This is an optimization exercise on Yosys and OpenROAD, whose aim is small area, a short achievable clock period and few clock cycles, not a production implementation. The RTL was checked by simulation tests, not by an equivalence proof against the original design.

==> flow/design.v <==
module sha256_engine (
    input  wire         clk,
    input  wire         rst,           
    input  wire         blk_valid,
    output wire         blk_ready,
    input  wire         blk_first,     
    input  wire [511:0] blk_data,      
    output reg          dig_valid,
    output wire [255:0] digest         
);
    wire [5:0] k_idx;
    reg [31:0] k_t;
    always @(*) begin
        case (k_idx)
             0: k_t = 32'h428A2F98;   1: k_t = 32'h71374491;   2: k_t = 32'hB5C0FBCF;   3: k_t = 32'hE9B5DBA5;
             4: k_t = 32'h3956C25B;   5: k_t = 32'h59F111F1;   6: k_t = 32'h923F82A4;   7: k_t = 32'hAB1C5ED5;
             8: k_t = 32'hD807AA98;   9: k_t = 32'h12835B01;  10: k_t = 32'h243185BE;  11: k_t = 32'h550C7DC3;
            12: k_t = 32'h72BE5D74;  13: k_t = 32'h80DEB1FE;  14: k_t = 32'h9BDC06A7;  15: k_t = 32'hC19BF174;
            16: k_t = 32'hE49B69C1;  17: k_t = 32'hEFBE4786;  18: k_t = 32'h0FC19DC6;  19: k_t = 32'h240CA1CC;
            20: k_t = 32'h2DE92C6F;  21: k_t = 32'h4A7484AA;  22: k_t = 32'h5CB0A9DC;  23: k_t = 32'h76F988DA;
            24: k_t = 32'h983E5152;  25: k_t = 32'hA831C66D;  26: k_t = 32'hB00327C8;  27: k_t = 32'hBF597FC7;
            28: k_t = 32'hC6E00BF3;  29: k_t = 32'hD5A79147;  30: k_t = 32'h06CA6351;  31: k_t = 32'h14292967;
            32: k_t = 32'h27B70A85;  33: k_t = 32'h2E1B2138;  34: k_t = 32'h4D2C6DFC;  35: k_t = 32'h53380D13;
            36: k_t = 32'h650A7354;  37: k_t = 32'h766A0ABB;  38: k_t = 32'h81C2C92E;  39: k_t = 32'h92722C85;
            40: k_t = 32'hA2BFE8A1;  41: k_t = 32'hA81A664B;  42: k_t = 32'hC24B8B70;  43: k_t = 32'hC76C51A3;
            44: k_t = 32'hD192E819;  45: k_t = 32'hD6990624;  46: k_t = 32'hF40E3585;  47: k_t = 32'h106AA070;
            48: k_t = 32'h19A4C116;  49: k_t = 32'h1E376C08;  50: k_t = 32'h2748774C;  51: k_t = 32'h34B0BCB5;
            52: k_t = 32'h391C0CB3;  53: k_t = 32'h4ED8AA4A;  54: k_t = 32'h5B9CCA4F;  55: k_t = 32'h682E6FF3;
            56: k_t = 32'h748F82EE;  57: k_t = 32'h78A5636F;  58: k_t = 32'h84C87814;  59: k_t = 32'h8CC70208;
            60: k_t = 32'h90BEFFFA;  61: k_t = 32'hA4506CEB;  62: k_t = 32'hBEF9A3F7;  63: k_t = 32'hC67178F2;
            default: k_t = 32'h00000000;
        endcase
    end
    localparam [255:0] IV = {32'h6A09E667, 32'hBB67AE85, 32'h3C6EF372, 32'hA54FF53A,
                             32'h510E527F, 32'h9B05688C, 32'h1F83D9AB, 32'h5BE0CD19};
    function [31:0] rotr(input [31:0] x, input integer n);
        rotr = (x >> n) | (x << (32 - n));
    endfunction
    function [31:0] big_sigma0(input [31:0] x);
        big_sigma0 = rotr(x, 2) ^ rotr(x, 13) ^ rotr(x, 22);
    endfunction
    function [31:0] big_sigma1(input [31:0] x);
        big_sigma1 = rotr(x, 6) ^ rotr(x, 11) ^ rotr(x, 25);
    endfunction
    function [31:0] small_sigma0(input [31:0] x);
        small_sigma0 = rotr(x, 7) ^ rotr(x, 18) ^ (x >> 3);
    endfunction
    function [31:0] small_sigma1(input [31:0] x);
        small_sigma1 = rotr(x, 17) ^ rotr(x, 19) ^ (x >> 10);
    endfunction
    reg         busy;
    reg  [5:0]  round;
    reg  [31:0] h_reg [0:7];           
    reg  [31:0] a, b, c, d, e, f, g, h;
    reg  [31:0] w [0:15];              
    assign blk_ready = !busy;
    assign k_idx = round;
    wire accept = blk_valid && blk_ready;
    genvar gi;
    generate
        for (gi = 0; gi < 8; gi = gi + 1) begin : g_dig
            assign digest[255 - 32*gi -: 32] = h_reg[gi];
        end
    endgenerate
    wire [31:0] ch    = (e & f) ^ (~e & g);
    wire [31:0] maj   = (a & b) ^ (a & c) ^ (b & c);
    wire [31:0] t1    = h + big_sigma1(e) + ch + k_t + w[0];
    wire [31:0] t2    = big_sigma0(a) + maj;
    wire [31:0] a_nxt = t1 + t2;
    wire [31:0] e_nxt = d + t1;
    wire [31:0] w_new = small_sigma1(w[14]) + w[9] + small_sigma0(w[1]) + w[0];
    integer i;
    always @(posedge clk) begin
        if (rst) begin
            busy      <= 1'b0;
            round     <= 6'd0;
            dig_valid <= 1'b0;
            for (i = 0; i < 8; i = i + 1)
                h_reg[i] <= IV[255 - 32*i -: 32];
        end else begin
            dig_valid <= 1'b0;
            if (accept) begin
                busy  <= 1'b1;
                round <= 6'd0;
                if (blk_first) begin
                    for (i = 0; i < 8; i = i + 1)
                        h_reg[i] <= IV[255 - 32*i -: 32];
                    {a, b, c, d, e, f, g, h} <= IV;
                end else begin
                    {a, b, c, d, e, f, g, h} <= {h_reg[0], h_reg[1], h_reg[2], h_reg[3],
                                                 h_reg[4], h_reg[5], h_reg[6], h_reg[7]};
                end
                for (i = 0; i < 16; i = i + 1)
                    w[i] <= blk_data[511 - 32*i -: 32];
            end else if (busy) begin
                {a, b, c, d, e, f, g, h} <= {a_nxt, a, b, c, e_nxt, e, f, g};
                for (i = 0; i < 15; i = i + 1)
                    w[i] <= w[i + 1];
                w[15] <= w_new;
                round <= round + 6'd1;
                if (round == 6'd63) begin
                    busy      <= 1'b0;
                    dig_valid <= 1'b1;
                    h_reg[0]  <= h_reg[0] + a_nxt;
                    h_reg[1]  <= h_reg[1] + a;
                    h_reg[2]  <= h_reg[2] + b;
                    h_reg[3]  <= h_reg[3] + c;
                    h_reg[4]  <= h_reg[4] + e_nxt;
                    h_reg[5]  <= h_reg[5] + e;
                    h_reg[6]  <= h_reg[6] + f;
                    h_reg[7]  <= h_reg[7] + g;
                end
            end
        end
    end
endmodule
==> flow/run.sh <==
#!/bin/bash
# synth_recipe.tcl (not shown) runs the flow's synth.tcl, then flattens the netlist and writes it again
# the make line also repeats each setting of config.mk as NAME=value (left out here)
make -C /OpenROAD-flow-scripts/flow DESIGN_CONFIG=/design/flow/config.mk WORK_HOME=/design/flow/orfs CLKGATE_MAP_FILE= SYNTH_SCRIPT=/design/flow/synth_recipe.tcl finish
==> flow/config.mk <==
export PLATFORM = sky130hd
export DESIGN_NAME = sha256_engine
export DESIGN_NICKNAME = sha256_engine
export VERILOG_FILES = /design/flow/design.v
export SDC_FILE = /design/flow/constraint.sdc
export NUM_CORES = 4
export LEC_CHECK = 0
export CAP_MARGIN = 20
export CORE_MARGIN = 2
export CORE_UTILIZATION = 40
export PLACE_DENSITY = 0.6
export SLEW_MARGIN = 20
==> flow/constraint.sdc <==
create_clock -name core_clock -period 11.0 [get_ports {clk}]
set_input_delay 2.2000 -clock core_clock [delete_from_list [all_inputs] [get_ports {clk}]]
set_output_delay 2.2000 -clock core_clock [all_outputs]
set_load 0.01 [all_outputs]
==> reports/metrics.cfg <==
[place]
io_buffer_count=773
dp_slack_ps=1540
place_inst=10800
gp_congestion=0.961
dp_hpwl_um=221000

[sta]
tightest_slew_ps=1190
skew_ps=35.1
min_period_ps=9510
worst_slack_ps=1490
maxSlewViolCount=0
final_hold_viol_count=0
rsz0062_at_grt=no
min_period_over_period=0.864
slew_headroom=0.206
setup_viol=0
max_freq_mhz=105

[synth]
synthCells=8027
synthesis.nets=9132
synth-seq-cells=1064
ys_top_cells_by_area=edfxtp_1 33%, nand2_1 11%, dfxtp_1 8.4%
yosys_warnings=3
avgSynthCellArea_um2=8.80
ys.flop_type=edfxtp_1
synth_cell_types=100
synth.cell_area_um2=70700
yosys-top-cells-count=2,038 x nand2_1, 768 x edfxtp_1, 642 x a21oi_1
synth-edff-count=768
ys_seq_area_frac=0.410
synth_area_leader_cell=edfxtp_1
synthMostInstantiatedCell=nand2_1
synth_top_area_frac=0.326
synth-async-reset-ratio=0

[detailed_routing]
firstDrtPassIters=6
drc=0
wl_per_cell_um=26.5
routed_wl_um=292000
drtAntennaViolNets=0
num_vias=61000
drt_iter0_drc=5962
viasPerCell=5.54

[grt]
grt_pass1_vias=58500
grt_first_pass_wirelength_um=414000
antenna_found_initial=39
grt_max_degree=220
grt.total_usage=0.316
gr-total-overflow=0

[flow_run]
max_cap_violations=0

[clock_network]
cts_resized=0
hold_buffers=0
postCtsSetupBuffers=0
cts_tree=built
htreeDepth=4
ctsRootBufferMaster=clkbuf_16
cts_sinks=1064
numCtsBuffers=133
worstSkewPairLatency_ps=820
cts_buffer_depth=3
clk_pin_slew_ps=60

[worst_setup_path]
crit-reg2reg-launch=e[2]
r2r_slack_ps=1490
cp_slowest_cell=edfxtp_1
cp-start-kind=flop
critPathMaxStageDelay_ps=520
critical_path_required_ps=11640
critical_path_class=reg2reg
crit_arrival_ps=10150
cpMostUsedCell=inv_1
rr_worst_depth=41
timing.rr.end=h_reg[0][29]
setup.worst_path.end_class=flop
crit_path_max_fanout=6

[worst_hold_path]
worstHoldPathType=reg2reg
hold_start=h_reg[6][31]
hold_depth=2
min_to=h_reg[6][31]

[cells_and_area]
utilization=0.481
fillers=16900
fin_cells=11000
drive_above_1_share=0.0394
nNetsFinal=9655
multi_input_area_um2=38600
largest_reg_flops=512
syn_to_final_growth_pct=19.6
register_area_um2=29000

[floorplan]
initial_core_util=0.402
dieArea_um2=180000
die_y_um=424
die_w_um=424
io_pins=774
fp.coreArea_um2=176000
rows=154

[status]
status=timing/DRC/antenna clean

==> metrics by stage <==
step | hold WS, ps | TNS (ps) | cell area [um2]
global route | 526 | 0 | 84500
detailed placement | 484 | 0 | 80300
finish | 496 | 0 | 84500
CTS | 491 | 0 | 84500
floorplan | 491 | -2712470 | 70700
global placement | 476 | 0 | 80300
==> cells in the final DEF, fill, tap and decap left out, types with 46 or more instances in the layout <==
| cell type | n |
|---|---|
| a21o_1 | 192 |
| inv_1 | 391 |
| ha_1 | 394 |
| xor2_1 | 204 |
| clkdlybuf4s50_1 | 771 |
| edfxtp_1 | 768 |
| nor2b_1 | 49 |
| nand3b_1 | 118 |
| nand2_1 | 2035 |
| a21oi_1 | 642 |
| xnor2_1 | 383 |
| buf_4 | 48 |
| nor3_1 | 145 |
| dfxtp_1 | 296 |
| nand3_1 | 146 |
| nand2b_1 | 59 |
| o21ai_1 | 102 |
| clkbuf_16 | 138 |
| or2_2 | 46 |
| fa_1 | 195 |
| o21ai_0 | 214 |
| nor2_1 | 506 |
| o21bai_1 | 52 |
| o21a_1 | 61 |
| o211ai_1 | 52 |
==> cells by family after synthesis <==
group,synth area share
buffers and inverters,0.0446
adders and majority gates,0.126
muxes,0.00590
and+or+nand+nor,0.200
xor gates and xnor gates,0.0730
AOI/OAI and AO/OA,0.141
DFF,0.410
==> area by class of cell <==
cell class / count / share of cell area
multi-input combinational: 6125 / 0.457
sequential: 1064 / 0.343
timing repair buffer: 831 / 0.0982
clock buffer: 183 / 0.0439
tap: 2340 / 0.0346
inverter: 395 / 0.0175
clock inverter: 55 / 0.00588
antenna: 16 / 0.000474
==> metal layers <==
| metal | track usage | vias up | share of wire |
|---|---|---|---|
| li1 | - | 28500 | - |
| met1 | 0.404 | 29500 | 0.41 |
| met2 | 0.518 | 2511 | 0.47 |
| met3 | 0.0545 | 476 | 0.071 |
| met4 | 0.149 | 34 | 0.052 |
| met5 | 0 | - | 0.00073 |
==> worst max-delay path: cells and delay by family (launching register included) <==
| family | cells | cell delay [ps] |
|---|---|---|
| AOI/OAI and AO/OA | 19 | 4320 |
| xor gates and xnor gates | 3 | 590 |
| adders and majority gates | 7 | 2780 |
| buffers and inverters | 6 | 400 |
| DFF | 1 | 520 |
| muxes | 1 | 190 |
| and+or+nand+nor | 5 | 550 |
==> how the worst max path moves through the flow <==
stage | start | end | cells after the start | slack, ps
floorplan | rst | a[0] | 5 | -3530
global placement | e[2] | h_reg[0][29] | 44 | 1600
global route | e[2] | h_reg[0][29] | 41 | 730
detailed placement | e[2] | h_reg[0][29] | 41 | 1540
CTS | e[2] | h_reg[0][29] | 41 | 1510
finish | e[2] | h_reg[0][29] | 41 | 1490
Testbench counts, summed over its fixed seeds: cycles 12,488.

static timing again, ports no longer ideal:
The flow's constraints put no driver on any port. The routed layout listed below was extracted and timed again, unchanged, in two steps. Step 1 assumes that a clkbuf_16 drives the clock port and a buf_2 every other input. Step 2 moves the port delays by t, midway between the first and last clock arrival at a register: inputs arrive t later, outputs are due t later. That takes back most of the time a late clock gives input paths. Three values: ideal, step 1, step 2; two values: the first two.
t, ns: 0.891
setup WS [ns]: 1.492 / 1.492 / 1.492
hold slack, ns: 0.496 / 0.496 / 0.496
worst data-port slew with drivers (ns): 0.14
cell pins on the clock port's net: 1
After both steps setup and hold are still met in this run. The setup slack of this run moves by 0.000 ns with the drivers and by 0.000 ns with both steps.
